Source: an optimization exercise on an open RTL-to-GDS flow (aim: small area, a short achievable clock period and few clock cycles per item). Production flows keep margins and buffers that such runs may drop. Only simulation tests tie the RTL to the original design; equivalence was not proved.

==> design.v <==
module loop_engine (
    input  wire               clk,
    input  wire               rst,         
    input  wire               start,       
    input  wire               init,        
    input  wire               pbsafe,      
    input  wire               run,         
    input  wire               stopping,    
    input  wire               llen,
    input  wire               tren,
    input  wire               trexm,
    input  wire               trlohz,
    input  wire signed [11:0] code,        
    input  wire signed [17:0] isum,        
    input  wire        [15:0] rll,         
    input  wire        [9:0]  linband,
    input  wire        [5:0]  trhyst,
    input  wire        [9:0]  trmaxs,
    input  wire        [15:0] dtrhi,       
    input  wire        [15:0] dtrlo,
    input  wire        [15:0] dmax,
    input  wire        [15:0] dmin,
    input  wire        [15:0] dhwmax,
    input  wire        [15:0] kcl,         
    input  wire        [15:0] ilimt,
    input  wire        [15:0] ilim,        
    input  wire signed [23:0] b0,          
    input  wire signed [23:0] b1,
    input  wire signed [23:0] b2,
    input  wire signed [23:0] a1,          
    input  wire signed [23:0] a2,
    input  wire signed [23:0] a3,
    input  wire signed [23:0] ki,          
    input  wire        [3:0]  bsh,
    input  wire        [4:0]  ish,
    input  wire signed [15:0] imin,        
    input  wire signed [15:0] imax,
    output wire               ready,
    output reg                done,
    output wire        [19:0] word,        
    output reg         [1:0]  tag,
    output wire signed [15:0] eeff_o,
    output wire        [1:0]  trstate,
    output reg                clamphi,
    output reg                clamplo,
    output reg                windup,
    output wire               ilimact,
    output wire        [39:0] integ,       
    output wire        [31:0] yout,        
    output reg                evt_trf,
    output reg                evt_trtof,
    output reg                evt_windf,
    output reg                evt_ilimf,
    output reg                fault_ilim
);
    localparam [1:0] TAG_LIN = 2'd0, TAG_TRHI = 2'd1, TAG_TRLO = 2'd2, TAG_NOSINK = 2'd3;
    localparam [3:0] P_B1 = 4'd0, P_B2 = 4'd1, P_A1 = 4'd2, P_A2 = 4'd3, P_A3 = 4'd4,
                     P_B0 = 4'd5, P_KI = 4'd6, P_KCL = 4'd7, P_LL = 4'd8, P_XM = 4'd9,
                     P_NONE = 4'd15;
    localparam [23:0] RCP125 = 24'd4294968;
    reg signed [39:0] i_q;          
    reg signed [15:0] e1, e2;       
    reg signed [31:0] y1, y2, y3;   
    reg        [19:0] d_prev;       
    reg        [1:0]  tr_q;         
    reg        [9:0]  trn;          
    reg               block_q;      
    reg               clipped_q;
    reg               nosink_q;
    reg        [15:0] ilimn;        
    reg               ilim_q;       
    assign integ   = i_q;
    assign yout    = y1;
    assign word    = d_prev;
    assign trstate = tr_q;
    assign ilimact = ilim_q;
    reg        busy;
    reg [3:0]  ph;
    reg        mode;                
    assign ready = !busy;
    wire [3:0] pt = mode ? ph - 4'd2 : ph;
    reg signed [31:0] opx;
    reg        [11:0] zb_one, zb_two, zb_neg;    
    reg        [1:0]  sh;           
    reg        [55:0] pr;           
    reg        [1:0]  shp;          
    reg signed [71:0] acc;
    reg signed [15:0] eeff;
    reg               f_gt, f_lt, f_in;          
    reg        [1:0]  tr_n;
    reg               entry_n, forced_n, exit_n, block_n;
    reg signed [39:0] it;           
    reg               clip_n;
    reg        [6:0]  x7;           
    reg        [4:0]  low5;         
    reg               ll_sat, ll_neg;
    reg signed [10:0] d1_q;         
    reg signed [6:0]  d2_q;         
    reg               lmhit_q;      
    reg               trnge_q;      
    reg               pre_q;        
    reg        [9:0]  lb_q;
    reg signed [17:0] isum_q;
    reg        [15:0] ilim_s;
    reg signed [15:0] imin_q, imax_q;
    reg        [3:0]  bsh_q;
    reg               ilim_cq;      
    reg        [4:0]  ish_q;
    reg        [15:0] dmax_q, dmin_q, dhw_q, dtrhi_q, dtrlo_q;
    assign eeff_o = eeff;
    wire [9:0]  lb    = (linband < 10'd16) ? 10'd16 : linband;
    wire signed [18:0] dsub_q = $signed({isum_q[17], isum_q}) - $signed({3'd0, ilim_s});    
    wire [32:0] bx1 = {opx[31], opx};
    wire [32:0] bx2 = {opx, 1'b0};
    localparam [55:0] BOOTH_C = -(56'h555555 << 32);
    reg  [55:0] prod;
    reg  [32:0] bm;
    integer bi;
    always @(*) begin
        prod = BOOTH_C;
        for (bi = 0; bi < 12; bi = bi + 1) begin
            bm = zb_one[bi] ? bx1 : zb_two[bi] ? bx2 : 33'd0;
            bm = bm ^ {33{zb_neg[bi]}};
            prod = prod + ({23'd0, ~bm[32], bm[31:0]} << (2 * bi)) + ({55'd0, zb_neg[bi]} << (2 * bi));
        end
    end
    wire signed [71:0] prod72 = {{16{pr[55]}}, pr};
    reg  signed [71:0] psh;
    always @(*) begin
        case (shp)
            2'd0:    psh = prod72;
            2'd1:    psh = prod72 <<< 2;
            2'd2:    psh = prod72 <<< 13;
            default: psh = prod72 <<< 16;
        endcase
    end
    wire acc_bias = busy && (mode ? ph == 4'd3 : ph == 4'd2);
    wire acc_we   = busy && (acc_bias || (pt >= 4'd3 && pt <= 4'd9 && !(mode && ph == 4'd4)));
    reg signed [71:0] base;
    always @(*) begin
        if (acc_bias)
            base = 72'sd1 <<< 20;
        else if (pt == 4'd8)
            base = {{16{i_q[39]}}, i_q, 16'h8000};
        else if (pt == 4'd9)
            base = {42'd0, d_prev, 10'd0};
        else
            base = acc;
    end
    wire signed [71:0] acc_n = base + psh;
    reg [3:0] pn;
    always @(*) begin
        pn = P_NONE;
        if (!mode)
            case (ph)
                4'd1: pn = P_B1;  4'd2: pn = P_B2;  4'd3: pn = P_A2;  4'd4: pn = P_A3;
                4'd5: pn = P_B0;  4'd6: pn = P_KI;  4'd7: pn = P_KCL;
                default: ;
            endcase
        else
            case (ph)
                4'd1: pn = P_A1;  4'd2: pn = P_XM;  4'd3: pn = P_B1;  4'd4: pn = P_B2;
                4'd5: pn = P_A2;  4'd6: pn = P_A3;  4'd7: pn = P_B0;  4'd8: pn = P_KI;
                4'd9: pn = P_KCL;
                default: ;
            endcase
    end
    wire signed [15:0] ev   = (pn == P_B2) ? e2 : (pn == P_KI) ? eeff : e1;
    wire        [3:0]  xs   = 4'd15 - ((pn == P_KI) ? ish_q[3:0] : bsh_q);
    wire signed [31:0] esh  = {{16{ev[15]}}, ev} <<< xs;
    reg signed [31:0]  opx_b;
    reg signed [23:0]  opz_n;
    reg                ng_n;
    reg        [1:0]   sh_b;
    always @(*) begin
        opx_b = esh;
        opz_n = b1;
        ng_n  = 1'b0;
        sh_b  = 2'd2;
        case (pn)
            P_B2:  begin opz_n = b2; end
            P_A1:  begin opx_b = y1; opz_n = a1; ng_n = 1'b1; sh_b = 2'd0; end
            P_A2:  begin opx_b = y2; opz_n = a2; ng_n = 1'b1; sh_b = 2'd0; end
            P_A3:  begin opx_b = y3; opz_n = a3; ng_n = 1'b1; sh_b = 2'd0; end
            P_B0:  begin opz_n = b0; end
            P_KI:  begin opz_n = ki; sh_b = ish_q[4] ? 2'd0 : 2'd3; end
            P_KCL: begin opx_b = {{13{dsub_q[18]}}, dsub_q}; opz_n = {8'd0, kcl}; ng_n = 1'b1; sh_b = 2'd1; end
            P_XM:  begin opx_b = {10'd0, pr[26:5]}; opz_n = RCP125; sh_b = 2'd0; end
            default: ;
        endcase
    end
    function [35:0] benc;
        input [23:0] z;
        input        ng;
        reg   [25:0] zz;
        reg   [11:0] o, t, n;
        integer ei;
        begin
            zz = {z[23], z, 1'b0};
            for (ei = 0; ei < 12; ei = ei + 1) begin
                o[ei] = zz[2*ei+1] ^ zz[2*ei];
                t[ei] = (zz[2*ei+2] & ~zz[2*ei+1] & ~zz[2*ei]) | (~zz[2*ei+2] & zz[2*ei+1] & zz[2*ei]);
                n[ei] = (zz[2*ei+2] ^ ng) & (o[ei] | t[ei]);
            end
            benc = {o, t, n};
        end
    endfunction
    wire [35:0] zb_b  = benc(opz_n, ng_n);
    wire [35:0] zb_s  = llen ? benc({8'd0, rll}, isum[17]) : benc(a1, 1'b1);
    wire [35:0] zb_n  = busy ? zb_b : zb_s;
    wire signed [31:0] opx_n = busy ? opx_b : llen ? {{14{isum[17]}}, isum} : y1;
    wire        [1:0]  sh_n  = busy ? sh_b : 2'd0;
    wire        [15:0] ll_q    = pr[44:29];                         
    wire        [6:0]  ll_rem  = x7 + {ll_q[5:0], 1'b0} + ll_q[6:0];    
    wire        [11:0] ll_r    = {ll_rem, low5};                    
    wire               ll_up   = (ll_r > 12'd2000) || (ll_r == 12'd2000 && ll_q[0]);
    wire               ll_over = ll_sat || (ll_neg ? (ll_q == 16'd32768 && ll_up)
                                                   : (ll_q[15] || (ll_q == 16'd32767 && ll_up)));
    wire        [15:0] ll_mag  = ll_over ? (ll_neg ? 16'd32768 : 16'd32767) : ll_q;
    wire               ll_cin  = ll_over ? 1'b0 : ll_up;
    wire        [17:0] ll_opnd = ll_neg ? {2'b0, ll_mag} : ~{2'b0, ll_mag};
    wire signed [17:0] ediff   = {{2{eeff[15]}}, eeff} + $signed(ll_opnd) + {17'd0, ll_neg ? ll_cin : !ll_cin};
    wire signed [15:0] eeff_l  = (ediff > 18'sd32767)  ? 16'sh7fff :
                                 (ediff < -18'sd32768) ? 16'sh8000 : ediff[15:0];
    wire signed [16:0] eabs   = eeff[15] ? -{eeff[15], eeff} : {1'b0, eeff};
    wire signed [16:0] eeff17 = {eeff[15], eeff};
    wire signed [16:0] enot17 = ~eeff17;                                    
    wire               f_gt_c = eeff17 > $signed({7'd0, lb_q});
    wire               f_lt_c = enot17 >= $signed({7'd0, lb_q});
    wire               f_in_c = eabs <= 17'sd1 || eabs <= $signed({{6{d1_q[10]}}, d1_q}) ||
                                eabs <= $signed({{10{d2_q[6]}}, d2_q});
    wire signed [16:0] lbs    = {7'd0, lb_q};
    wire               outband = f_gt || f_lt;
    wire [1:0] tr_in = run ? tr_q : 2'd0;
    reg  [1:0] tr_c;
    reg        entry_c, forced_c, exit_c, block_c;
    always @(*) begin
        tr_c     = tr_in;
        entry_c  = 1'b0;
        forced_c = 1'b0;
        exit_c   = 1'b0;
        block_c  = block_q && outband;
        if (tr_in != 2'd0 && f_in) begin
            tr_c   = 2'd0;
            exit_c = 1'b1;
        end else if (tr_in != 2'd0 && trnge_q) begin
            tr_c     = 2'd0;
            exit_c   = 1'b1;
            forced_c = 1'b1;
            block_c  = outband;
        end else if (tr_in != 2'd0 || (run && tren && !block_c)) begin
            if (f_gt)
                tr_c = 2'd1;
            else if (f_lt)
                tr_c = 2'd2;
            entry_c = (tr_c != tr_in);
        end
    end
    wire signed [15:0] ef_c = (tr_c == 2'd0) ? eeff :
                              f_gt ? lbs[15:0] :
                              f_lt ? -lbs[15:0] : eeff;
    wire signed [50:0] y_t   = acc[71:21];
    wire               y_tie = (acc[20:0] == 21'd0);
    wire signed [31:0] y_c   = (y_t > 51'sh7fff_ffff)  ? 32'sh7fff_ffff :
                               (y_t < -51'sh8000_0000) ? 32'sh8000_0000 :
                               {y_t[31:1], y_t[0] & ~y_tie};
    wire signed [55:0] ai_t   = acc[71:16];
    wire               ai_tie = (acc[15:0] == 16'd0);
    wire signed [39:0] ai_c   = (ai_t > 56'sh7f_ffff_ffff)  ? 40'sh7f_ffff_ffff :
                                (ai_t < -56'sh80_0000_0000) ? 40'sh80_0000_0000 :
                                {ai_t[39:1], ai_t[0] & ~ai_tie};
    wire signed [41:0] pre_v  = $signed({2'b0, d_prev, 18'd0}) - $signed({{2{y1[31]}}, y1, 8'd0});
    wire signed [39:0] pre_c  = (pre_v > 42'sh7f_ffff_ffff) ? 40'sh7f_ffff_ffff :
                                (pre_v < -42'sh80_0000_0000) ? 40'sh80_0000_0000 : pre_v[39:0];
    wire signed [39:0] raw_c  = pre_q ? pre_c : ai_c;
    wire signed [16:0] raw_h  = raw_c[39:23];
    wire               raw_lz = (raw_c[22:0] == 23'd0);
    wire               c_inv  = imin_q > imax_q;                                      
    wire               c_lo   = raw_h < $signed({imin_q[15], imin_q});               
    wire               c_hi   = raw_h > $signed({imax_q[15], imax_q}) ||
                                (raw_h == $signed({imax_q[15], imax_q}) && !raw_lz);  
    wire               c_eqh  = raw_h == $signed({imax_q[15], imax_q}) && raw_lz;   
    wire signed [39:0] ilo    = {{1{imin_q[15]}}, imin_q, 23'd0};
    wire signed [39:0] ihi    = {{1{imax_q[15]}}, imax_q, 23'd0};
    wire signed [39:0] it_c   = (c_inv || (c_hi && !c_lo)) ? ihi : c_lo ? ilo : raw_c;
    wire               clip_c = c_inv ? !c_eqh : (c_lo || c_hi);
    wire signed [41:0] us     = {{2{it[39]}}, it} + {{2{y1[31]}}, y1, 8'h80};
    wire signed [33:0] us_t   = us[41:8];
    wire               us_tie = (us[7:0] == 8'd0);
    wire signed [31:0] u      = (us_t > 34'sh7fff_ffff)  ? 32'sh7fff_ffff :
                                (us_t < -34'sh8000_0000) ? 32'sh8000_0000 :
                                {us_t[31:1], us_t[0] & ~us_tie};
    wire               ilim_c  = ilim_cq;                                    
    wire signed [39:0] clim    = acc[39:0];
    wire signed [39:0] dhw_v   = {10'd0, dhw_q, 14'd0};
    wire signed [39:0] dmax_v  = {10'd0, dmax_q, 14'd0};
    wire signed [39:0] dmin_v  = {10'd0, dmin_q, 14'd0};
    wire        [15:0] dtr     = (tr_n == 2'd1) ? dtrhi_q : dtrlo_q;
    wire signed [39:0] dtr_v   = {10'd0, dtr, 14'd0};
    wire signed [39:0] u_v     = {{8{u[31]}}, u};
    wire               sel_cl  = ilim_c && (clim < dhw_v);                   
    wire signed [39:0] hwcl    = sel_cl ? clim : dhw_v;
    wire               h_lt_M  = hwcl < dmax_v;
    wire               m_lt_h  = dmin_v < hwcl;
    wire               t_lt_h  = dtr_v < hwcl;
    wire               u_ge_h  = u_v >= hwcl;
    wire               u_le_h  = u_v <= hwcl;
    wire               m_lt_M  = dmin_q < dmax_q;
    wire               f_is_m  = m_lt_h && m_lt_M;          
    wire               u_ge_M  = u_v >= dmax_v;
    wire               u_le_M  = u_v <= dmax_v;
    wire               u_le_m  = u_v <= dmin_v;
    wire               ge_ceil = h_lt_M ? u_ge_h : u_ge_M;
    wire               le_ceil = h_lt_M ? u_le_h : u_le_M;
    wire               le_floor = f_is_m ? u_le_m : le_ceil;
    wire               lin     = (tr_n == 2'd0);
    wire               sel_c   = ge_ceil;                   
    wire               sel_f   = !ge_ceil && le_floor;      
    wire               inhib   = sel_c ? (!eeff[15] && eeff != 16'sd0) : sel_f ? eeff[15] : 1'b0;
    wire        [20:0] wu_r    = {1'b0, u[29:10]} + {20'd0, (u[9:0] > 10'h200) || (u[9:0] == 10'h200 && u[10])};
    wire        [19:0] w_u     = u[31] ? 20'd0 : (u[30] || wu_r[20]) ? 20'hFFFFF : wu_r[19:0];
    wire        [20:0] wc_r    = {1'b0, hwcl[29:10]} + {20'd0, (hwcl[9:0] > 10'h200) || (hwcl[9:0] == 10'h200 && hwcl[10])};
    wire        [19:0] w_h     = hwcl[39] ? 20'd0 : wc_r[19:0];
    wire        [19:0] w_M     = {dmax_q, 4'd0};
    wire        [19:0] w_m     = {dmin_q, 4'd0};
    wire        [19:0] w_t     = {dtr, 4'd0};
    wire        [19:0] w_ceil  = h_lt_M ? w_h : w_M;
    wire        [19:0] w_floor = f_is_m ? w_m : w_ceil;
    wire        [19:0] word_c  = !lin ? (t_lt_h ? w_t : w_h) :
                                 sel_c ? w_ceil : sel_f ? w_floor : w_u;
    wire               nosink_c = nosink_q && eeff[15] && !stopping;
    wire        [1:0]  tag_c   = (tr_n == 2'd1) ? TAG_TRHI :
                                 (tr_n == 2'd2) ? (trlohz ? TAG_NOSINK : TAG_TRLO) :
                                 nosink_c ? TAG_NOSINK : TAG_LIN;
    wire do_flags = busy && (mode ? (ph == 4'd5) : (ph == 4'd1));
    wire do_tr    = busy && (mode ? (ph == 4'd6) : (ph == 4'd2));
    wire do_y     = busy && (pt == 4'd8);
    wire last     = busy && (pt == 4'd10);
    always @(posedge clk) begin
        opx    <= opx_n;
        zb_one <= zb_n[35:24];
        zb_two <= zb_n[23:12];
        zb_neg <= zb_n[11:0];
        sh     <= sh_n;
        pr     <= prod;
        shp    <= sh;
        if (acc_we)
            acc <= acc_n;
        if (!busy && start) begin
            eeff    <= {{4{code[11]}}, code};
            d1_q    <= $signed({1'b0, linband}) - $signed({5'd0, trhyst});
            d2_q    <= 7'sd16 - $signed({1'b0, trhyst});
            lmhit_q <= {1'b0, ilimn} + 17'd1 >= {1'b0, ilimt};
            trnge_q <= trn >= trmaxs && trn != 10'd0;
        end
        lb_q    <= lb;
        isum_q  <= isum;
        ilim_s  <= ilim;
        imin_q  <= imin;
        bsh_q   <= bsh;
        ilim_cq <= !dsub_q[18] && dsub_q != 19'sd0;
        ish_q   <= ish;
        imax_q  <= imax;
        dmax_q  <= dmax;
        dmin_q  <= dmin;
        dhw_q   <= dhwmax;
        dtrhi_q <= dtrhi;
        dtrlo_q <= dtrlo;
        if (busy && mode && ph == 4'd2) begin
            ll_neg <= isum[17];
            ll_sat <= pr[33:0] >= 34'd131076000;
            low5   <= pr[4:0];
            x7     <= pr[11:5];
        end
        if (busy && mode && ph == 4'd4)
            eeff <= eeff_l;
        if (do_flags) begin
            f_gt <= f_gt_c;
            f_lt <= f_lt_c;
            f_in <= f_in_c;
        end
        if (do_tr) begin
            tr_n     <= tr_c;
            entry_n  <= entry_c;
            forced_n <= forced_c;
            exit_n   <= exit_c;
            block_n  <= block_c;
            pre_q    <= exit_c && trexm;
        end
        it     <= it_c;
        clip_n <= clip_c;
    end
    always @(posedge clk) begin
        done <= 1'b0;
        if (rst) begin
            busy       <= 1'b0;
            ph         <= 4'd0;
            mode       <= 1'b0;
            i_q        <= 40'sd0;
            e1         <= 16'sd0;
            e2         <= 16'sd0;
            y1         <= 32'sd0;
            y2         <= 32'sd0;
            y3         <= 32'sd0;
            d_prev     <= 20'd0;
            tr_q       <= 2'd0;
            trn        <= 10'd0;
            block_q    <= 1'b0;
            clipped_q  <= 1'b0;
            nosink_q   <= 1'b0;
            ilimn      <= 16'd0;
            ilim_q     <= 1'b0;
        end else if (!busy) begin
            if (start) begin
                busy <= 1'b1;
                mode <= llen;
                ph   <= 4'd1;
            end else if (init) begin
                i_q       <= 40'sd0;
                e1        <= 16'sd0;
                e2        <= 16'sd0;
                y1        <= 32'sd0;
                y2        <= 32'sd0;
                y3        <= 32'sd0;
                d_prev    <= 20'd0;
                tr_q      <= 2'd0;
                trn       <= 10'd0;
                block_q   <= 1'b0;
                clipped_q <= 1'b0;
                nosink_q  <= pbsafe;
                ilimn     <= 16'd0;
                ilim_q    <= 1'b0;
            end
        end else begin
            ph <= ph + 4'd1;
            if (do_tr) begin
                e2 <= e1;
                e1 <= ef_c;
            end
            if (do_y) begin
                y3 <= y2;
                y2 <= y1;
                y1 <= y_c;
            end
            if (last) begin
                if (lin && !(inhib && !pre_q))
                    i_q <= it;
                d_prev    <= word_c;
                trn       <= lin ? 10'd0 : (tr_q != 2'd0) ? trn + 10'd1 : 10'd1;
                tr_q      <= tr_n;
                block_q   <= block_n;
                nosink_q  <= nosink_c;
                clipped_q <= lin && clip_n;
                ilim_q    <= ilim_c;
                if (ilim_c) begin
                    if (lmhit_q)
                        ilimn <= 16'd0;
                    else
                        ilimn <= ilimn + 16'd1;
                end else
                    ilimn <= 16'd0;
                busy <= 1'b0;
                done <= 1'b1;
            end
        end
    end
    always @(posedge clk) begin
        begin
            fault_ilim <= ilim_c && lmhit_q;
            tag        <= tag_c;
            clamphi    <= lin && (sel_c || (sel_f && !f_is_m));
            clamplo    <= lin && ((sel_c && !f_is_m) || sel_f);
            windup     <= lin && (clip_n || inhib);
            evt_trf    <= entry_n;
            evt_trtof  <= forced_n;
            evt_windf  <= lin && clip_n && !clipped_q;
            evt_ilimf  <= ilim_c && !ilim_q;
        end
    end
endmodule
==> flow/run.sh <==
#!/bin/bash
# Standard layout (standard synthesis included), with repair_timing aiming for more
# setup slack than the clock period strictly needs, and plain buffers on the ports.
set -euo pipefail
bash standard.sh SETUP_SLACK_MARGIN=15.5 "BUFFER_PORTS_ARGS=-buffer_cell sky130_fd_sc_hd__buf_1" finish > run_make.log 2>&1
==> standard.sh <==
#!/bin/bash
# synth_recipe.tcl (not shown) runs the flow's synth.tcl, then flattens the netlist and writes it again
# the make line also repeats each setting of config.mk as NAME=value (left out here)
make -C /OpenROAD-flow-scripts/flow DESIGN_CONFIG=/design/flow/config.mk WORK_HOME=/design/flow/orfs CLKGATE_MAP_FILE= SYNTH_SCRIPT=/design/flow/synth_recipe.tcl "${@:-finish}"
==> config.mk <==
export PLATFORM = sky130hd
export DESIGN_NAME = loop_engine
export DESIGN_NICKNAME = loop_engine
export VERILOG_FILES = /design/flow/design.v
export SDC_FILE = /design/flow/constraint.sdc
export NUM_CORES = 4
export LEC_CHECK = 0
export CAP_MARGIN = 20
export CORE_MARGIN = 2
export CORE_UTILIZATION = 60
export SLEW_MARGIN = 20
==> constraint.sdc <==
create_clock -name core_clock -period 22.0 [get_ports {clk}]
set_input_delay 4.4000 -clock core_clock [delete_from_list [all_inputs] [get_ports {clk}]]
set_output_delay 4.4000 -clock core_clock [all_outputs]
set_load 0.01 [all_outputs]
==> flow_summary.yaml, run 1 <==
status:
  outcome: "complete, no violations"
placement:
  io_buffers: 542
  place_congestion: 1.04
  dp_cells: 9793
  place_area_sq_mm: 0.0718
  place_hpwl_mm: 199
yosys:
  synth_top_cell_area_share: 0.168
  synth_compound_area_frac: 0.233
  synth_mux_area_frac: 0.0436
  synthXorXnorAreaFrac: 0.0898
  synth_cell_types: 118
  synth.most_common_cell: "nand2_1"
  synth_adder_area_share: 0.209
  avgSynthCellArea_sq_um: 8.44
  yosysSeqAreaShare: 0.226
  yosys.area_share.simple: 0.137
  synth_top_family_by_area: "compound AO/OA/AOI/OAI gates"
  synth_edf_count: 131
  synthTopCellsByArea: "dfxtp_1 (17%), ha_1 (12%), fa_1 (9.1%), edfxtp_1 (5.7%), xnor2_1 (5.5%)"
  synthTopCellsByCount: "nand2_1 (696), ha_1 (636), nor2_1 (579)"
  synth-seq-cells: 707
  yosysWarnings: 1
  syn_area_sq_mm: 0.0686
  synth_cells: 8121
  yosys.area.top_type: "dfxtp_1"
  async_reset_ff_frac: 0
  synth_ff_type: "dfxtp_1"
critical_path:
  rrSetupSlack_ps: 15240
  crit_fanout: 7
  endpoint: "pr[54]"
  crit_path_end_kind: "flip-flop"
  startpoint: "zb_one[4]"
  criticalPathCategory: "reg2reg"
  ff2ff_path_depth: 26
  r2r_end: "pr[54]"
  worstPathArrival_ps: 7350
  cp-start-kind: "flip-flop"
  cp_data_required_time_ps: 22590
  rr_startpoint: "zb_one[4]"
global_routing:
  track_usage: 0.450
  grt_pass1_vias: 64300
  grt_max_degree: 95
  grt_pass1_wl_mm: 400
  antenna_found_initial: 23
  grt-ovfl-total: 0
timing:
  period_share: 0.307
  final.setup.tns_ps: 0
  min_period_ps: 6760
  hold_violations: 0
  fmax_mhz: 148
  drv_slew: 0
  hold_slack_ps: 323
  rsz0062_at_grt: "yes"
  skew_ps: 46.9
  setup_viol: 0
  slew-limit-headroom: 0.200
  tightestPinTransition_ps: 1190
final_layout:
  stdcell_count: 10100
  design_area_sq_mm: 0.0786
  fin_nets: 9907
  drive_gt1_frac: 0.112
  synthToLayoutAreaGrowth_pct: 14.7
drt:
  drc: 0
  wl_met1_mm: 102
  vias: 68300
  drt_iter0_drc: 9157
  top_layer: "met5"
  ant_nets: 0
  dr_wl_met2_mm: 118
  wl_mm: 276
  drtPass1Iterations: 7
  wl_met3_mm: 35.9
  wl_per_cell_um: 27.2
  routed_via_density: 6.74
clocking:
  clockRootBuffer: "clkbuf_16"
  clock-sinks: 707
  htreeDepth: 3
  cts_buffers: 82
  cts_hold_repair.buffers: 0
  cts_tree: "done"
  clk_pin_slew_ps: 70
  cts.path.max_buffers: 3
  insertion_delay_ps: 730
worst_hold_path:
  min_path_cells: 0
  min_path_type: "reg2reg"
die:
  row_count: 124
  die_h_um: 342
  dieArea_sq_mm: 0.117
  initial_core_util: 0.602
  fp.dieW_um: 342
  core_area_sq_mm: 0.114
  io_pins: 543
run:
  maxCapViolCount: 0
-- worst max-delay path: stages (launching register included) --
cell	delay [ps]
dfxtp_4	360
buf_12	120
nor2b_4	270
buf_12	160
buf_16	140
a22oi_2	60
xor2_1	180
fa_2	390
fa_1	550
inv_2	40
fa_1	550
fa_1	430
fa_1	560
ha_4	220
o21a_1	200
o21ai_2	160
o211ai_1	120
a21o_1	200
a31o_4	250
a41oi_4	320
o21ai_4	100
a221o_1	350
a31o_4	260
a41oi_2	240
a21oi_2	90
a31oi_1	200
xnor2_1	90
-- metal layers --
metal	track usage	vias to the layer above
met2	0.680	4788
met1	0.583	32500
met5	0.00408	-
met4	0.260	16
li1	-	29900
met3	0.116	1075
-- layout make-up --
cell class	count	area (sq um)
Inverter	548	2060
Fill cell	9322	35200
Timing Repair Buffer	867	5610
Antenna cell	11	27.5
Sequential cell	707	15600
Clock buffer	101	2290
Multi-Input combinational cell	6335	50500
Clock inverter	52	634
Tap cell	1512	1890
-- kinds of logic (layout without fill, tap and decap cells) --
logic type,after synthesis,after routing
AO/OA/AOI/OAI,2389,2397
XOR/XNOR,703,703
adder cells (fa/ha/maj),961,961
buffers and inverters,1089,1568
flip-flops,707,707
multiplexers,236,236
other,1,13
AND/OR/NAND/NOR,2035,2036
-- worst min path at each step --
stage	startpoint	end	slack, ps
floorplan	sh[0]	shp[0]	310
global route	sh[0]	shp[0]	330
finish	sh[0]	shp[0]	320
global placement	sh[0]	shp[0]	310
CTS	sh[0]	shp[0]	330
detailed placement	sh[0]	shp[0]	310
-- flip-flops by register name (all words and copies together), names as in the netlist, 18 cells and up, named ones only --
| name | count |
|---|---|
| y2 | 32 |
| y3 | 32 |
| it | 40 |
| d_prev | 20 |
| isum_q | 18 |
| i_q | 40 |
| opx | 32 |
| acc | 72 |
| pr | 56 |
| y1 | 32 |
-- layout by cell type (no fill, tap or decap), drive strengths merged, types with 94 or more instances in the layout --
master / netlist / final
fa: 310 / 310
edfxtp: 131 / 131
mux2i: 151 / 151
inv: 548 / 556
a21oi: 581 / 581
buf: 116 / 845
o21ai: 476 / 476
nor2: 586 / 587
a21o: 169 / 170
dfxtp: 576 / 576
ha: 636 / 636
nand3: 151 / 151
xnor2: 434 / 434
nor3: 108 / 108
a211oi: 94 / 94
clkbuf: 425 / 106
xor2: 269 / 269
nand2: 697 / 697
a22oi: 414 / 414
-- per-stage QoR --
| step | worst slack (ps) | utilization |
|---|---|---|
| global route | 15100 | 0.690 |
| global placement | 14450 | 0.630 |
| finish | 15240 | 0.691 |
| detailed placement | 14140 | 0.630 |
| floorplan | 15500 | - |
| CTS | 15340 | 0.678 |
-- what timing repair did --
action / in CTS / in global routing
pin swaps: 144 / 85
buffers inserted: 72 / 66
gates resized for setup: 292 / 190
endpoints found under the setup margin: 176 / 148
gates cloned: 30 / 8
Testbench counts, summed over its fixed seeds: cycles 231,970, samples 20,000.
==> run 2, diff against run 1 <==
==> flow/run.sh (replaced) <==
#!/bin/bash
# Standard layout (standard synthesis included), with repair_timing aiming for more
# setup slack than the clock period strictly needs, and plain buffers on the ports.
set -euo pipefail
bash standard.sh SETUP_SLACK_MARGIN=15.3 "BUFFER_PORTS_ARGS=-buffer_cell sky130_fd_sc_hd__buf_1" finish > run_make.log 2>&1
--- a/config.mk
+++ b/config.mk
@@ -7,5 +7,5 @@
 export LEC_CHECK = 0
 export CAP_MARGIN = 20
 export CORE_MARGIN = 2
-export CORE_UTILIZATION = 60
+export CORE_UTILIZATION = 45
 export SLEW_MARGIN = 20
==> run 2 against run 1 <==
Effect of this change: still clean on timing, DRC and antenna; clock-buffer cell count up 2; sequential share of layout area decreased by 0.22 points; setup slack gained 110 ps; wire length up 6.4%; final cell count up 5.2%; utilization down 17 points; critical path depth rose by 1; maximum frequency is 1.7% higher; non-clock buffer count increased by 6; worst hold slack improved by 2.0 ps; final area grew 1.1%; critical path type unchanged; critical endpoint is now pr[55].
==> flow_summary.yaml, run 2 <==
status:
  outcome: "complete, no violations"
global_routing:
  grt_pass1_wl_mm: 417
  grt_max_degree: 70
  antenna_found_initial: 24
  track_usage: 0.354
  grt_pass1_vias: 63100
  grt-ovfl-total: 0
yosys:
  synth_cells: 8121
  avgSynthCellArea_sq_um: 8.44
  yosysSeqAreaShare: 0.226
  synth_top_cell_area_share: 0.168
  synth_edf_count: 131
  syn_area_sq_mm: 0.0686
  synth-seq-cells: 707
  synthTopCellsByCount: "nand2_1 (696), ha_1 (636), nor2_1 (579)"
  synth_ff_type: "dfxtp_1"
  synthTopCellsByArea: "dfxtp_1 (17%), ha_1 (12%), fa_1 (9.1%), edfxtp_1 (5.7%), xnor2_1 (5.5%)"
  yosys.area.top_type: "dfxtp_1"
  yosysWarnings: 1
  async_reset_ff_frac: 0
  synth.most_common_cell: "nand2_1"
  synth_cell_types: 118
placement:
  place_congestion: 1.00
  place_hpwl_mm: 219
  io_buffers: 542
  dp_cells: 10300
  place_area_sq_mm: 0.0724
die:
  initial_core_util: 0.452
  dieArea_sq_mm: 0.155
  fp.dieW_um: 394
  core_area_sq_mm: 0.152
  io_pins: 543
  row_count: 143
  die_h_um: 394
clocking:
  clockRootBuffer: "clkbuf_16"
  cts_buffers: 88
  cts.path.max_buffers: 3
  clk_pin_slew_ps: 60
  htreeDepth: 3
  insertion_delay_ps: 760
  cts_tree: "done"
  cts_hold_repair.buffers: 0
  clock-sinks: 707
timing:
  hold_slack_ps: 325
  min_period_ps: 6650
  skew_ps: 90.2
  rsz0062_at_grt: "yes"
  period_share: 0.302
  final.setup.tns_ps: 0
  fmax_mhz: 150
  setup_viol: 0
  tightestPinTransition_ps: 1200
  hold_violations: 0
  slew-limit-headroom: 0.200
  drv_slew: 0
worst_hold_path:
  min_path_type: "reg2reg"
final_layout:
  drive_gt1_frac: 0.110
  register_area_sq_mm: 0.0156
  design_area_sq_mm: 0.0795
  final_cell_mix: "nand2_1 (691), ha_1 (603), nor2_1 (557), a21oi_1 (552), buf_1 (540)"
  stdcell_count: 10700
  top_register: "acc"
  fin_nets: 9918
  fillers: 14500
  final_util: 0.525
  synthToLayoutAreaGrowth_pct: 16.0
  multi_input_area_sq_mm: 0.0504
  largest_register_ffs: 72
  top_regs: "acc: 72 flops, pr: 56 flops"
  layout_commonest_cell: "nand2_1"
drt:
  drt_iter0_drc: 7870
  wl_per_cell_um: 27.5
  ant_nets: 0
  drc: 0
  wl_mm: 293
  routed_via_density: 6.30
  drtPass1Iterations: 9
  vias: 67200
critical_path:
  criticalPathCategory: "reg2reg"
  cp-start-kind: "flip-flop"
  crit_path_end_kind: "flip-flop"
  cp_data_required_time_ps: 22610
  worstPathArrival_ps: 7260
  rrSetupSlack_ps: 15350
  crit_fanout: 6
run:
  maxCapViolCount: 0
==> run 2: cell types whose count changed in the layout (fill, tap and decap cells not counted), moves of 6 or more <==
cell / change
xnor2_1: -6
bufinv_16: +7
xnor2_2: +6
clkbuf_16: +21
a21oi_1: +9
inv_2: -7
a21oi_2: -9
bufbuf_16: -11
inv_1: +7
==> run 2: per-layer routing <==
metal / vias up / share of wire / track usage / routed length (um)
met5: - / 0.00036 / 0 / 106
met4: 16 / 0.057 / 0.177 / 16800
met3: 744 / 0.10 / 0.0713 / 30600
met2: 3831 / 0.44 / 0.556 / 130000
met1: 32700 / 0.40 / 0.462 / 116000
li1: 29900 / - / - / -
==> run 2: final timing paths <==
| kind | start | end | depth (start not counted) |
|---|---|---|---|
| setup / recovery | zb_one[7] | pr[55] | 27 |
| hold / removal | sh[0] | shp[0] | 0 |
| setup reg to reg | zb_one[7] | pr[55] | 27 |
| hold reg to reg | sh[0] | shp[0] | 0 |
==> run 2: kinds of logic after synthesis <==
family | Yosys count | share of synthesized area
flops | 707 | 0.226
compound gates | 2389 | 0.233
mux | 236 | 0.0436
simple gates | 2035 | 0.137
buf+inv | 1089 | 0.0619
other cells | 1 | 0.0000547
fa+ha+maj | 961 | 0.209
xor+xnor | 703 | 0.0898
==> run 2: final cells by class <==
class	instances	share of cell area
flip-flops and latches	707	0.196
well taps	2030	0.0319
repair inverters	1	0.0000944
multi-input cells	6333	0.634
diodes	10	0.000315
repair buffers	873	0.0712
inverters	548	0.0260
clock inverters	57	0.0107
clock buffers	103	0.0297
==> run 2: what timing repair did <==
action,CTS,global route
setup endpoints to repair,148,151
resized for setup,195,266
hold endpoints to repair,0,0
buffers inserted,27,105
pin swaps,35,124
cloned,16,22
==> run 2: through the flow <==
step | worst slack, ps
after global routing | 15200
final | 15350
after CTS | 15290
after detailed placement | 14020
after floorplan | 15300
after global placement | 14150
==> run 2: critical path, stage by stage (launching register included) <==
cell	delay, ps
dfxtp_4	350
buf_12	120
nor2b_4	180
buf_12	150
clkbuf_16	150
a22oi_2	70
xnor2_2	180
fa_1	510
inv_1	50
fa_1	490
inv_2	50
fa_1	540
fa_1	450
fa_1	580
ha_4	240
a21o_1	170
a21oi_2	150
o21ai_2	70
a21oi_2	210
o221ai_4	160
o22a_2	290
a41o_4	240
a221o_1	300
a21o_1	200
a22oi_2	210
o21ai_2	110
a311oi_2	220
xnor2_1	110
==> run 3, diff against run 2 <==
--- a/design.v
+++ b/design.v
@@ -106,7 +106,8 @@
     reg        [3:0]  bsh_q;
     reg               ilim_cq;      
     reg        [4:0]  ish_q;
-    reg        [15:0] dmax_q, dmin_q, dhw_q, dtrhi_q, dtrlo_q;
+    reg        [15:0] dmax_q, dmin_q, dhw_q;
+    reg        [15:0] dtr_q;        
     assign eeff_o = eeff;
     wire [9:0]  lb    = (linband < 10'd16) ? 10'd16 : linband;
     wire signed [18:0] dsub_q = $signed({isum_q[17], isum_q}) - $signed({3'd0, ilim_s});    
@@ -295,7 +296,7 @@
     wire signed [39:0] dhw_v   = {10'd0, dhw_q, 14'd0};
     wire signed [39:0] dmax_v  = {10'd0, dmax_q, 14'd0};
     wire signed [39:0] dmin_v  = {10'd0, dmin_q, 14'd0};
-    wire        [15:0] dtr     = (tr_n == 2'd1) ? dtrhi_q : dtrlo_q;
+    wire        [15:0] dtr     = dtr_q;
     wire signed [39:0] dtr_v   = {10'd0, dtr, 14'd0};
     wire signed [39:0] u_v     = {{8{u[31]}}, u};
     wire               sel_cl  = ilim_c && (clim < dhw_v);                   
@@ -364,8 +365,6 @@
         dmax_q  <= dmax;
         dmin_q  <= dmin;
         dhw_q   <= dhwmax;
-        dtrhi_q <= dtrhi;
-        dtrlo_q <= dtrlo;
         if (busy && mode && ph == 4'd2) begin
             ll_neg <= isum[17];
             ll_sat <= pr[33:0] >= 34'd131076000;
@@ -386,6 +385,7 @@
             exit_n   <= exit_c;
             block_n  <= block_c;
             pre_q    <= exit_c && trexm;
+            dtr_q    <= (tr_c == 2'd1) ? dtrhi : dtrlo;
         end
         it     <= it_c;
         clip_n <= clip_c;
==> run 3 against run 2 <==
Effect of this change: still clean on timing, DRC and antenna; maximum frequency is 1.5% lower; synthesized cell count is 1.1% higher; highest routed layer unchanged.
==> flow_summary.yaml, run 3 <==
status:
  outcome: "complete, no violations"
placement:
  place_area_sq_mm: 0.0724
  place_congestion: 1.03
  io_buffers: 542
  place_hpwl_mm: 227
timing:
  hold_violations: 0
  slew-limit-headroom: 0.193
  setup_viol: 0
  min_period_ps: 6750
  drv_slew: 0
  rsz0062_at_grt: "yes"
  final.setup.tns_ps: 0
  skew_ps: 40.7
  fmax_mhz: 148
  tightestPinTransition_ps: 1210
  period_share: 0.307
final_layout:
  layout_commonest_cell: "nand2_1"
  fin_nets: 10000
  final_util: 0.523
  final_cell_mix: "nand2_1 (688), a21oi_1 (607), nor2_1 (601), ha_1 (596)"
  largest_register_ffs: 72
  top_regs: "acc: 72 flops, pr: 56 flops"
  top_register: "acc"
  synthToLayoutAreaGrowth_pct: 15.8
  design_area_sq_mm: 0.0792
  drive_gt1_frac: 0.110
drt:
  drt_iter0_drc: 8655
  ant_nets: 0
  vias: 68200
  routed_via_density: 6.35
  drc: 0
  drtPass1Iterations: 7
  wl_mm: 309
  wl_per_cell_um: 28.7
die:
  core_area_sq_mm: 0.152
  io_pins: 543
  fp.dieW_um: 394
  row_count: 143
  die_h_um: 394
  initial_core_util: 0.452
  dieArea_sq_mm: 0.155
global_routing:
  grt_pass1_vias: 65800
  antenna_found_initial: 20
  grt_pass1_wl_mm: 442
  grt_max_degree: 94
  track_usage: 0.380
  grt-ovfl-total: 0
yosys:
  synthTopCellsByCount: "nand2_1 (692), a21oi_1 (637), ha_1 (636)"
  synth_edf_count: 147
  syn_area_sq_mm: 0.0684
  yosysWarnings: 1
  synth_top_cell_area_share: 0.159
  synthTopCellsByArea: "dfxtp_1 (16%), ha_1 (12%), fa_1 (9.1%), edfxtp_1 (6.4%), xnor2_1 (5.7%)"
  avgSynthCellArea_sq_um: 8.34
  synth-seq-cells: 691
  async_reset_ff_frac: 0
  yosysSeqAreaShare: 0.224
  yosys.area.top_type: "dfxtp_1"
  synth_cell_types: 110
  synth.most_common_cell: "nand2_1"
  synth_ff_type: "dfxtp_1"
  synth_cells: 8207
clocking:
  clock-sinks: 691
  cts_buffers: 82
  clk_pin_slew_ps: 60
  cts_tree: "done"
  clockRootBuffer: "clkbuf_16"
  htreeDepth: 3
  cts_hold_repair.buffers: 0
  cts.path.max_buffers: 3
  insertion_delay_ps: 730
critical_path:
  cp_data_required_time_ps: 22590
  crit_path_end_kind: "flip-flop"
  worst_path_max_delay_cell: "fa_1"
  slowest_delay_ps: 520
  criticalPathCategory: "reg2reg"
  ff2ff_path_depth: 28
  cp-start-kind: "flip-flop"
  crit_fanout: 6
  startpoint: "zb_one[7]"
  rr_startpoint: "zb_one[7]"
  worstPathArrival_ps: 7340
worst_hold_path:
  min_path_cells: 0
  min-delay-start: "forced_n"
  min_path_type: "reg2reg"
run:
  maxCapViolCount: 0
[run 3: cell types whose count changed in the layout (fill, tap and decap cells not counted), moves of 27 or more]
cell / delta
a21oi_1: +55
a221oi_1: -31
dfxtp_1: -44
nor2_1: +44
a222oi_1: +27
o21ai_0: -31
o21a_1: -33
[run 3: path summary, 6_finish.rpt]
kind / slack, ps / end
hold / removal: 340 / evt_trtof
hold reg to reg: 340 / evt_trtof
setup reg to reg: 15250 / pr[55]
setup / recovery: 15250 / pr[55]
[run 3: kinds of logic (layout without fill, tap and decap cells)]
family | Yosys count | after routing | share of synthesized area
DFF | 691 | 691 | 0.224
xor gates and xnor gates | 705 | 705 | 0.0902
other | 1 | 11 | 0.0000548
and+or+nand+nor | 2165 | 2166 | 0.148
adders and majority gates | 971 | 971 | 0.211
buffers and inverters | 1100 | 1595 | 0.0614
AOI/OAI and AO/OA | 2359 | 2363 | 0.226
muxes | 215 | 215 | 0.0398
[run 3: per-stage QoR]
| step | cells | hold slack [ps] | setup WS (ps) |
|---|---|---|---|
| after floorplan | 8208 | 310 | 15280 |
| after global placement | 10400 | 326 | 13460 |
| after detailed placement | 10400 | 330 | 13340 |
| after CTS | 10700 | 344 | 15300 |
| after global routing | 10700 | 354 | 15020 |
| final | 10700 | 340 | 15250 |
[run 3: per-layer routing]
layer  share of wire  wire length, um  GRT usage  vias up
met5         0.00041              125    0.00308        -
met4           0.077            23700      0.237       14
met3            0.11            34800     0.0919     1025
met2            0.43           133000      0.585     4235
met1            0.38           117000      0.478    32800
li1                -                -          -    30200
[run 3: area by class of cell]
class,count,area [sq um]
Tap cell,2030,2540
Timing Repair Buffer,882,5680
Multi-Input combinational cell,6422,50500
Inverter,560,2120
Clock inverter,44,500
Clock buffer,109,2420
Sequential cell,691,15500
Fill cell,14500,72300
Antenna cell,9,22.5
[run 3: critical path: cells and delay by family, from the launching register on]
| family | cells | cell delay (ps) |
|---|---|---|
| adders and majority gates | 6 | 2610 |
| buffers and inverters | 6 | 790 |
| and+or+nand+nor | 4 | 970 |
| AOI/OAI and AO/OA | 11 | 1700 |
| xor gates and xnor gates | 1 | 200 |
| DFF | 1 | 350 |
[run 3: repair_timing]
item / 4_1_cts / 5_1_grt
pin swaps: 74 / 115
gates resized for setup: 314 / 199
buffers inserted: 95 / 64
cloned: 22 / 6
setup endpoints to repair: 149 / 145
Testbench counts of run 3, summed over its fixed seeds: cycles 231,970, samples 20,000.
==> run 4, diff against run 3 <==
--- a/config.mk
+++ b/config.mk
@@ -5,6 +5,7 @@
 export SDC_FILE = /design/flow/constraint.sdc
 export NUM_CORES = 4
 export LEC_CHECK = 0
+export ABC_AREA = 1
 export CAP_MARGIN = 20
 export CORE_MARGIN = 2
 export CORE_UTILIZATION = 45
==> run 4 against run 3 <==
Effect of this change: via count is 14% higher; final area is 1.7% higher; maximum frequency is 1.7% higher; critical path depth is 20 lower; largest cell class unchanged.
==> flow_summary.yaml, run 4 <==
status:
  outcome: "complete, no violations"
final_layout:
  drive_gt1_frac: 0.0697
  synthToLayoutAreaGrowth_pct: 12.1
  top_regs: "acc: 72 flops, pr: 56 flops"
  layout_commonest_cell: "nand2_1"
  largest_register_ffs: 72
  top_register: "acc"
  final_cell_mix: "nand2_1 (1,961), inv_1 (1,453), o21ai_0 (1,150), a21oi_1 (780), ha_1 (621)"
  fin_nets: 12100
yosys:
  synth_ff_type: "dfxtp_1"
  yosysWarnings: 1
  synth.most_common_cell: "nand2_1"
  synth_edf_count: 147
  yosys.area.top_type: "dfxtp_1"
  async_reset_ff_frac: 0
  synth-seq-cells: 691
  synthTopCellsByCount: "nand2_1 (1,969), inv_1 (1,481), o21ai_0 (1,168)"
  synth_cells: 10300
  synth_cell_types: 74
  synthTopCellsByArea: "dfxtp_1 (15%), ha_1 (11%), nand2_1 (10%), fa_1 (8.6%), o21ai_0 (8.1%)"
  synth_top_cell_area_share: 0.151
  yosysSeqAreaShare: 0.213
  syn_area_sq_mm: 0.0719
  avgSynthCellArea_sq_um: 6.97
critical_path:
  ff2ff_path_depth: 22
  rr_startpoint: "opx[31]"
  r2r_end: "pr[55]"
  cp_common_cell: "nand2_1"
  rrSetupSlack_ps: 15410
  worstPathArrival_ps: 7290
  slowest_delay_ps: 760
  crit_path_end_kind: "flip-flop"
  path_cells: "buf_1 > nor2_1 > nand2_1 > nand2_1 > inv_2 > buf_4 > nand2_1 > a21oi_1"
  cp-start-kind: "input pin"
  crit_fanout: 73
  cp_data_required_time_ps: 22650
  criticalPathCategory: "in2reg"
  worst_path_max_delay_cell: "buf_4"
clocking:
  clockRootBuffer: "clkbuf_16"
  htreeDepth: 3
  cts_buffers: 88
  insertion_delay_ps: 760
  cts.path.max_buffers: 3
  clock-sinks: 691
  cts_tree: "done"
  cts_hold_repair.buffers: 0
  clk_pin_slew_ps: 60
placement:
  place_congestion: 1.08
  io_buffers: 542
  pre_cts_ws_ps: 14380
  place_hpwl_mm: 283
timing:
  slew-limit-headroom: 0.156
  period_share: 0.302
  skew_ps: 60.5
  min_period_ps: 6640
  hold_violations: 0
  fmax_mhz: 151
  fin_ws_ps: 15360
  rsz0062_at_grt: "yes"
  setup_viol: 0
  final.setup.tns_ps: 0
  drv_slew: 0
  tightestPinTransition_ps: 1250
drt:
  drc: 0
  vias: 77500
  drt_iter0_drc: 10400
  drtPass1Iterations: 8
  wl_mm: 358
  wl_per_cell_um: 27.9
  ant_nets: 0
  routed_via_density: 6.03
die:
  initial_core_util: 0.453
  die_h_um: 404
  core_area_sq_mm: 0.159
  io_pins: 543
  row_count: 146
  dieArea_sq_mm: 0.163
  fp.dieW_um: 404
worst_hold_path:
  min-delay-start: "forced_n"
  min_path_type: "reg2reg"
  holdPathEnd: "evt_trtof"
  min_path_cells: 0
global_routing:
  grt_max_degree: 124
  grt_pass1_wl_mm: 509
  grt-ovfl-total: 0
  antenna_found_initial: 35
  track_usage: 0.426
  grt_pass1_vias: 72800
run:
  maxCapViolCount: 0
-- run 4: cell count changes in the layout (fill, tap and decap cells not counted), sizes merged, moves of 134 or more --
cell | before | now
inv | 564 | 1482
xor2 | 258 | 571
a21oi | 637 | 804
a21o | 168 | 18
nand2 | 694 | 2008
xnor2 | 447 | 82
nand3 | 171 | 525
o21ai | 468 | 1205
a22oi | 412 | 10
mux2i | 136 | 2
-- run 4: cell families after synthesis --
logic type | count (synthesis) | synth area share
other | 1 | 0.0000522
AOI/OAI and AO/OA | 2558 | 0.198
buffers and inverters | 2003 | 0.107
xor gates and xnor gates | 653 | 0.0796
and+or+nand+nor | 3441 | 0.203
DFF | 691 | 0.213
muxes | 18 | 0.00278
adders and majority gates | 946 | 0.197
-- run 4: final cells by class --
cell class | count | area (sq um)
multi-input cells | 7620 | 49600
well taps | 2072 | 2590
inverters | 1511 | 5770
clock inverters | 39 | 512
repair inverters | 4 | 30.0
diodes | 21 | 52.6
flip-flops and latches | 691 | 15400
clock buffers | 124 | 2540
fillers | 16000 | 78000
repair buffers | 769 | 4090
-- run 4: timing repair --
item	CTS	global route
resized for setup	77	183
setup buffers	45	35
endpoints found under the setup margin	113	134
pin swaps	3	16
cloned	4	2
-- run 4: worst max path at each step --
stage / start / cells past startpoint / to
after global placement: y1[17] / 33 / i_q[16]
after detailed placement: y1[17] / 33 / i_q[37]
after floorplan: trmaxs[1] / 13 / trnge_q
final: start / 8 / y1[5]
after CTS: opx[1] / 28 / pr[38]
after global routing: x7[3] / 31 / eeff[14]
-- run 4: critical path, delay by kind of cell --
family,cells,cell delay [ps]
buffers and inverters,3,1660
and+or+nand+nor,4,930
AOI/OAI and AO/OA,1,200
-- run 4: stage by stage --
| step | instances | cell area [sq um] | hold WS [ps] | util |
|---|---|---|---|---|
| after floorplan | 10300 | 71900 | 310 | - |
| after global placement | 12600 | 75700 | 321 | 0.478 |
| after detailed placement | 12600 | 75800 | 326 | 0.478 |
| after CTS | 12800 | 79500 | 341 | 0.501 |
| after global routing | 12800 | 80600 | 348 | 0.508 |
| final | 12900 | 80600 | 339 | 0.508 |
-- run 4: per-layer routing --
| metal | up-vias | part of all wire | routed length, um | track usage |
|---|---|---|---|---|
| met2 | 4903 | 0.41 | 145000 | 0.617 |
| met5 | - | 0.00055 | 197 | 0 |
| met4 | 30 | 0.074 | 26400 | 0.266 |
| met3 | 983 | 0.12 | 43000 | 0.113 |
| met1 | 36700 | 0.40 | 143000 | 0.562 |
| li1 | 34900 | - | - | - |
==> run 5, diff against run 4 <==
--- a/design.v
+++ b/design.v
@@ -77,7 +77,9 @@
     reg        busy;
     reg [3:0]  ph;
     reg        mode;                
-    assign ready = !busy;
+    reg        clr_q;               
+    reg        pb_q;                
+    assign ready = !busy && !clr_q;
     wire [3:0] pt = mode ? ph - 4'd2 : ph;
     reg signed [31:0] opx;
     reg        [11:0] zb_one, zb_two, zb_neg;    
@@ -410,26 +412,31 @@
             nosink_q   <= 1'b0;
             ilimn      <= 16'd0;
             ilim_q     <= 1'b0;
+            clr_q      <= 1'b0;
+        end else if (clr_q) begin
+            clr_q     <= 1'b0;
+            i_q       <= 40'sd0;
+            e1        <= 16'sd0;
+            e2        <= 16'sd0;
+            y1        <= 32'sd0;
+            y2        <= 32'sd0;
+            y3        <= 32'sd0;
+            d_prev    <= 20'd0;
+            tr_q      <= 2'd0;
+            trn       <= 10'd0;
+            block_q   <= 1'b0;
+            clipped_q <= 1'b0;
+            nosink_q  <= pb_q;
+            ilimn     <= 16'd0;
+            ilim_q    <= 1'b0;
         end else if (!busy) begin
             if (start) begin
                 busy <= 1'b1;
                 mode <= llen;
                 ph   <= 4'd1;
             end else if (init) begin
-                i_q       <= 40'sd0;
-                e1        <= 16'sd0;
-                e2        <= 16'sd0;
-                y1        <= 32'sd0;
-                y2        <= 32'sd0;
-                y3        <= 32'sd0;
-                d_prev    <= 20'd0;
-                tr_q      <= 2'd0;
-                trn       <= 10'd0;
-                block_q   <= 1'b0;
-                clipped_q <= 1'b0;
-                nosink_q  <= pbsafe;
-                ilimn     <= 16'd0;
-                ilim_q    <= 1'b0;
+                clr_q <= 1'b1;
+                pb_q  <= pbsafe;
             end
         end else begin
             ph <= ph + 4'd1;
--- a/config.mk
+++ b/config.mk
@@ -5,7 +5,6 @@
 export SDC_FILE = /design/flow/constraint.sdc
 export NUM_CORES = 4
 export LEC_CHECK = 0
-export ABC_AREA = 1
 export CAP_MARGIN = 20
 export CORE_MARGIN = 2
 export CORE_UTILIZATION = 45
==> run 5 against run 4 <==
Effect of this change: final area is 1.3% lower; still clean; setup slack better by 43 ps; synthesized area is 4.4% lower; critical endpoint is now pr[55]; worst hold slack better by 11 ps; largest cell class unchanged; synthesized cell count is 19% lower; final cell count is 15% lower; clock skew is 4.1 ps higher; non-clock buffer count is 118 higher.
==> flow_summary.yaml, run 5 <==
clocking:
  cts_tree: "done"
  cts_buffers: 85
  clock-sinks: 693
  cts.path.max_buffers: 3
  clockRootBuffer: "clkbuf_16"
  insertion_delay_ps: 740
  htreeDepth: 3
  clk_pin_slew_ps: 70
  cts_hold_repair.buffers: 0
global_routing:
  track_usage: 0.369
  grt_max_degree: 97
  antenna_found_initial: 34
  grt_pass1_vias: 65200
  grt-ovfl-total: 0
  grt_pass1_wl_mm: 433
final_layout:
  largest_register_ffs: 72
  top_regs: "acc: 72 flops, pr: 56 flops"
  design_area_sq_mm: 0.0795
  drive_gt1_frac: 0.107
  top_register: "acc"
  final_cell_mix: "nand2_1 (983), a21oi_1 (616), ha_1 (610), inv_1 (564), buf_1 (541)"
  fin_nets: 10200
  synthToLayoutAreaGrowth_pct: 15.7
  layout_commonest_cell: "nand2_1"
timing:
  tightestPinTransition_ps: 1210
  hold_slack_ps: 350
  hold_violations: 0
  period_share: 0.300
  skew_ps: 64.6
  final.setup.tns_ps: 0
  slew-limit-headroom: 0.193
  drv_slew: 0
  min_period_ps: 6600
  rsz0062_at_grt: "yes"
  fmax_mhz: 152
  setup_viol: 0
yosys:
  synth_ff_type: "dfxtp_1"
  yosysSeqAreaShare: 0.223
  syn_area_sq_mm: 0.0687
  async_reset_ff_frac: 0
  avgSynthCellArea_sq_um: 8.18
  yosys.area.top_type: "dfxtp_1"
  synth.most_common_cell: "nand2_1"
  synth_top_cell_area_share: 0.159
  synth-seq-cells: 693
  synthTopCellsByArea: "dfxtp_1 (16%), ha_1 (12%), fa_1 (9.0%), edfxtp_1 (6.5%), nand2_1 (5.4%)"
  synth_cells: 8399
  synth_edf_count: 148
  synth_cell_types: 94
  yosysWarnings: 1
  synthTopCellsByCount: "nand2_1 (985), a21oi_1 (660), ha_1 (636)"
status:
  outcome: "complete, no violations"
worst_hold_path:
  min_path_type: "reg2reg"
drt:
  ant_nets: 0
  wl_mm: 304
  drt_iter0_drc: 8566
  routed_via_density: 6.27
  drtPass1Iterations: 7
  vias: 68500
  drc: 0
  wl_per_cell_um: 27.8
die:
  core_area_sq_mm: 0.152
  initial_core_util: 0.453
  die_h_um: 395
  row_count: 143
  io_pins: 543
  fp.dieW_um: 395
  dieArea_sq_mm: 0.156
critical_path:
  cp_common_cell: "fa_1"
  crit_buf_inv: 4
  slowest_delay_ps: 570
  rrSetupSlack_ps: 15400
  cp_data_required_time_ps: 22650
  crit_fanout: 11
  cp_top_family: "adder cells"
  criticalPathCategory: "reg2reg"
  cp-start-kind: "flip-flop"
  worst_path_max_delay_cell: "fa_1"
  worstPathArrival_ps: 7240
  crit_path_end_kind: "flip-flop"
placement:
  place_hpwl_mm: 225
  io_buffers: 542
  place_congestion: 1.05
  place_area_sq_mm: 0.0727
run:
  maxCapViolCount: 0
## run 5: cell count changes after synthesis, sizes merged, moves of 157 or more
cell,change
a22oi,+306
nand2,-1022
xor2,-252
inv,-928
o21ai,-665
a21o,+157
nand3,-317
xnor2,+314
## run 5: worst paths after layout
kind	startpoint	endpoint	cells after the start
setup / recovery	zb_one[3]	pr[55]	25
hold reg to reg	forced_n	evt_trtof	0
hold / removal	forced_n	evt_trtof	0
setup reg to reg	zb_one[3]	pr[55]	25
## run 5: area by class of cell
cell class,count,area (sq um)
clock inverter,52,599
inverter,574,2160
fill,14600,72200
clock buffer,106,2370
timing repair buffer,887,5640
timing repair inverter,1,5.00
sequential,693,15500
tap,2030,2540
multi-input combinational,6570,50700
antenna,14,35.0
## run 5: layer usage
layer | share of wire | global-route usage | routed length [um]
met3 | 0.12 | 0.107 | 36800
met1 | 0.40 | 0.483 | 121000
met5 | 0.00053 | 0 | 162
met2 | 0.43 | 0.556 | 130000
met4 | 0.055 | 0.175 | 16700
## run 5: repair_timing
action                     4_1_cts  5_1_grt
setup endpoints to repair      152      136
setup buffers                   62       82
pin swaps                       45      165
gates resized for setup        236      237
cloned                          16       17
## run 5: per-stage QoR
stage | utilization | cells | setup slack (ps)
after floorplan | - | 8400 | 15240
after global placement | 0.479 | 10600 | 13330
after detailed placement | 0.479 | 10600 | 13420
after CTS | 0.510 | 10800 | 15300
after global routing | 0.524 | 10900 | 15220
final | 0.524 | 10900 | 15400
## run 5: cell families after synthesis
group / after synthesis / share of synthesized area
other cells: 1 / 0.0000546
flops: 693 / 0.223
mux: 213 / 0.0393
xor+xnor: 715 / 0.0911
compound gates: 2354 / 0.219
fa+ha+maj: 970 / 0.210
simple gates: 2311 / 0.154
buf+inv: 1142 / 0.0627
## run 5: worst register-to-register path, stage by stage (launching register included)
cell and delay, ps:
dfxtp_4 360, buf_12 150, nor2b_4 210, buf_4 160, clkbuf_16 130, a22oi_1 80
xor2_1 190, fa_1 550, inv_1 50, fa_1 500, fa_1 440, fa_1 570
fa_1 470, ha_4 320, and3_4 210, and3_4 230, nand4_1 160, a211oi_4 290
nor3_4 100, o21ai_2 210, a31oi_4 150, o311ai_4 280, a21o_1 200, a21oi_2 90
o311ai_2 280, xnor2_1 140
Testbench counts of run 5, summed over its fixed seeds: cycles 231,970, samples 20,000.
==> run 6, diff against run 5 <==
--- a/config.mk
+++ b/config.mk
@@ -8,4 +8,5 @@
 export CAP_MARGIN = 20
 export CORE_MARGIN = 2
 export CORE_UTILIZATION = 45
+export PLACE_DENSITY = 0.65
 export SLEW_MARGIN = 20
==> run 6 against run 5 <==
Effect of this change: still clean on timing, DRC and antenna; die area stayed put; final cell count is 0.34% lower; synthesized area stayed put; setup slack worse by 48 ps; wire length is 0.29% lower; global-route usage hardly changed; non-clock buffer count is 41 lower; via count is 0.65% higher; clock skew is 17 ps lower; largest cell class unchanged.
==> flow_summary.yaml, run 6 <==
yosys:
  synth_edf_count: 148
  yosysWarnings: 1
  synth_ff_type: "dfxtp_1"
  async_reset_ff_frac: 0
  synth-seq-cells: 693
  synthTopCellsByArea: "dfxtp_1 (16%), ha_1 (12%), fa_1 (9.0%), edfxtp_1 (6.5%), nand2_1 (5.4%)"
  synth.most_common_cell: "nand2_1"
  syn_area_sq_mm: 0.0687
  yosys.area.top_type: "dfxtp_1"
  synth_top_cell_area_share: 0.159
  yosysSeqAreaShare: 0.223
  avgSynthCellArea_sq_um: 8.18
  synthTopCellsByCount: "nand2_1 (985), a21oi_1 (660), ha_1 (636)"
  synth_cell_types: 94
  synth_cells: 8399
global_routing:
  antenna_found_initial: 20
  track_usage: 0.369
  grt_pass1_vias: 66000
  grt_pass1_wl_mm: 434
  grt-ovfl-total: 0
  grt_max_degree: 89
timing:
  period_share: 0.302
  tightestPinTransition_ps: 1260
  drv_slew: 0
  fmax_mhz: 151
  hold_violations: 0
  rsz0062_at_grt: "yes"
  final.setup.tns_ps: 0
  slew-limit-headroom: 0.150
  setup_viol: 0
  skew_ps: 47.9
  min_period_ps: 6640
final_layout:
  top_register: "acc"
  final_util: 0.521
  drive_gt1_frac: 0.103
  synthToLayoutAreaGrowth_pct: 15.1
  layout_commonest_cell: "nand2_1"
  top_regs: "acc: 72 flops, pr: 56 flops"
  fin_nets: 10100
  final_cell_mix: "nand2_1 (983), ha_1 (610), a21oi_1 (607), inv_1 (568), buf_1 (541)"
  largest_register_ffs: 72
run:
  maxCapViolCount: 0
drt:
  drt_iter0_drc: 9059
  vias: 69000
  ant_nets: 0
  routed_via_density: 6.34
  wl_mm: 303
  drc: 0
  wl_per_cell_um: 27.9
  drtPass1Iterations: 7
die:
  fp.dieW_um: 395
  io_pins: 543
  core_area_sq_mm: 0.152
  row_count: 143
  dieArea_sq_mm: 0.156
  initial_core_util: 0.453
  die_h_um: 395
clocking:
  clockRootBuffer: "clkbuf_16"
  insertion_delay_ps: 720
  cts.path.max_buffers: 3
  htreeDepth: 3
  cts_tree: "done"
  cts_buffers: 86
  clk_pin_slew_ps: 70
  clock-sinks: 693
critical_path:
  startpoint: "zb_two[0]"
  cp_common_cell: "fa_1"
  worst_path_max_delay_cell: "fa_1"
  criticalPathCategory: "reg2reg"
  rrSetupSlack_ps: 15360
  rr_startpoint: "zb_two[0]"
  path_cells: "nor2b_4 > buf_12 > a22oi_2 > xnor2_2 > fa_1 > fa_1 > fa_1 > fa_1 > fa_1 > ha_4 > a211o_1 > a21oi_2 > a21oi_1 > a21boi_0 > a41o_2 > a41oi_4 > o21ai_4 > o21ai_4 > a21oi_2 > a31o_2 > a21o_1 > a21oi_1 > xnor2_1"
  r2r_end: "pr[48]"
  ff2ff_path_depth: 23
  crit_fanout: 7
  crit_path_end_kind: "flip-flop"
  cp_data_required_time_ps: 22610
  endpoint: "pr[48]"
  cp-start-kind: "flip-flop"
  slowest_delay_ps: 570
  worstPathArrival_ps: 7260
placement:
  place_congestion: 1.08
  io_buffers: 542
  place_hpwl_mm: 224
status:
  outcome: "complete, no violations"
worst_hold_path:
  min_path_type: "reg2reg"
## run 6: layer usage
layer | part of all wire | up-vias | routed length [um] | global-route usage
met5 | 0.0012 | - | 350 | 0
met4 | 0.062 | 16 | 18700 | 0.190
met3 | 0.13 | 889 | 38400 | 0.111
met2 | 0.42 | 4488 | 129000 | 0.559
met1 | 0.39 | 33000 | 117000 | 0.472
li1 | - | 30600 | - | -
## run 6: cell families (layout without fill, tap and decap cells)
kind of cell	count (synthesis)	in the layout	share of synthesized area
AO/OA/AOI/OAI	2354	2358	0.219
XOR/XNOR	715	715	0.0911
adder cells (fa/ha/maj)	970	970	0.210
buffers and inverters	1142	1579	0.0627
flip-flops	693	693	0.223
multiplexers	213	213	0.0393
other	1	17	0.0000546
AND/OR/NAND/NOR	2311	2315	0.154
## run 6: final cells by class
type                            count  area, sq um
Antenna cell                       15         37.5
Inverter                          574         2160
Clock buffer                      119         2510
Tap cell                         2030         2540
Timing Repair Buffer              846         5290
Timing Repair inverter              1         5.00
Sequential cell                   693        15500
Fill cell                       14500        72600
Clock inverter                     39          337
Multi-Input combinational cell   6573        50700
## run 6: how the worst min path moves through the flow
stage              from        end  slack, ps  depth (start not counted)
5_1_grt        forced_n  evt_trtof        360                          0
2_1_floorplan     sh[0]     shp[0]        310                          0
6_report        entry_n    evt_trf        340                          0
3_5_place_dp    entry_n    evt_trf        330                          0
4_1_cts         entry_n    evt_trf        340                          0
3_3_place_gp   forced_n  evt_trtof        330                          0
## run 6: critical path: cells and delay by family (launching register included)
kind | cells | cell delay, ps
xor gates and xnor gates | 2 | 320
AOI/OAI and AO/OA | 13 | 2400
buffers and inverters | 1 | 180
adders and majority gates | 6 | 2930
DFF | 1 | 430
and+or+nand+nor | 1 | 280
## run 6: metrics by stage
step | hold slack [ps] | cells | setup WS (ps) | area [sq um]
final | 344 | 10900 | 15360 | 79100
after global routing | 356 | 10900 | 15130 | 79100
after CTS | 345 | 10800 | 15300 | 77300
after detailed placement | 334 | 10600 | 13310 | 72600
after global placement | 329 | 10600 | 13280 | 72600
after floorplan | 310 | 8400 | 15240 | 68800
## run 6: repair_timing
action	CTS	global route
hold buffers	0	0
endpoints found under the hold margin	0	0
pin swaps	49	117
buffers inserted	45	74
setup endpoints to repair	151	142
resized for setup	240	232
gates cloned	19	13

==> port drivers added, routing unchanged <==
In the flow no input, the clock included, has a driving cell. The finished layouts below were timed again as built, in two steps. Step 1 (the two cells are an assumption about what drives the block):
set clk [get_ports {clk}]
set_driving_cell -lib_cell sky130_fd_sc_hd__clkbuf_16 $clk
set_driving_cell -lib_cell sky130_fd_sc_hd__buf_2 [delete_from_list [all_inputs] $clk]
Step 2 also shifts input and output timing later by t, the mid clock arrival at the registers, as if the neighbouring blocks saw the same clock. a / b / c = ideal / step 1 / step 2; a / b = the first two.
| run | t (ns) | slack for setup (ns) | hold WS [ns] | latest minus earliest clock arrival (ns) | worst data-port slew with drivers (ns) |
|---|---|---|---|---|---|
| run 1 | 0.782 | 15.239 / 15.239 / 14.828 | 0.323 / 0.323 / 0.323 | 0.047 / 0.047 | 0.16 |
| run 2 | 0.807 | 15.349 / 15.349 / 14.844 | 0.325 / 0.325 / 0.325 | 0.090 / 0.090 | 0.24 |
| run 3 | 0.774 | 15.246 / 15.246 / 14.870 | 0.340 / 0.340 / 0.340 | 0.051 / 0.051 | 0.14 |
| run 4 | 0.818 | 15.360 / 15.406 / 14.589 | 0.339 / 0.339 / 0.339 | 0.061 / 0.061 | 0.29 |
| run 5 | 0.805 | 15.404 / 15.404 / 15.105 | 0.350 / 0.350 / 0.350 | 0.065 / 0.065 | 0.18 |
| run 6 | 0.773 | 15.356 / 15.356 / 14.952 | 0.344 / 0.344 / 0.344 | 0.051 / 0.052 | 0.16 |
After both steps every run listed still meets setup and hold. The setup slack of run 4, which loses most, moves by +0.046 ns with the drivers and by -0.771 ns with both steps.
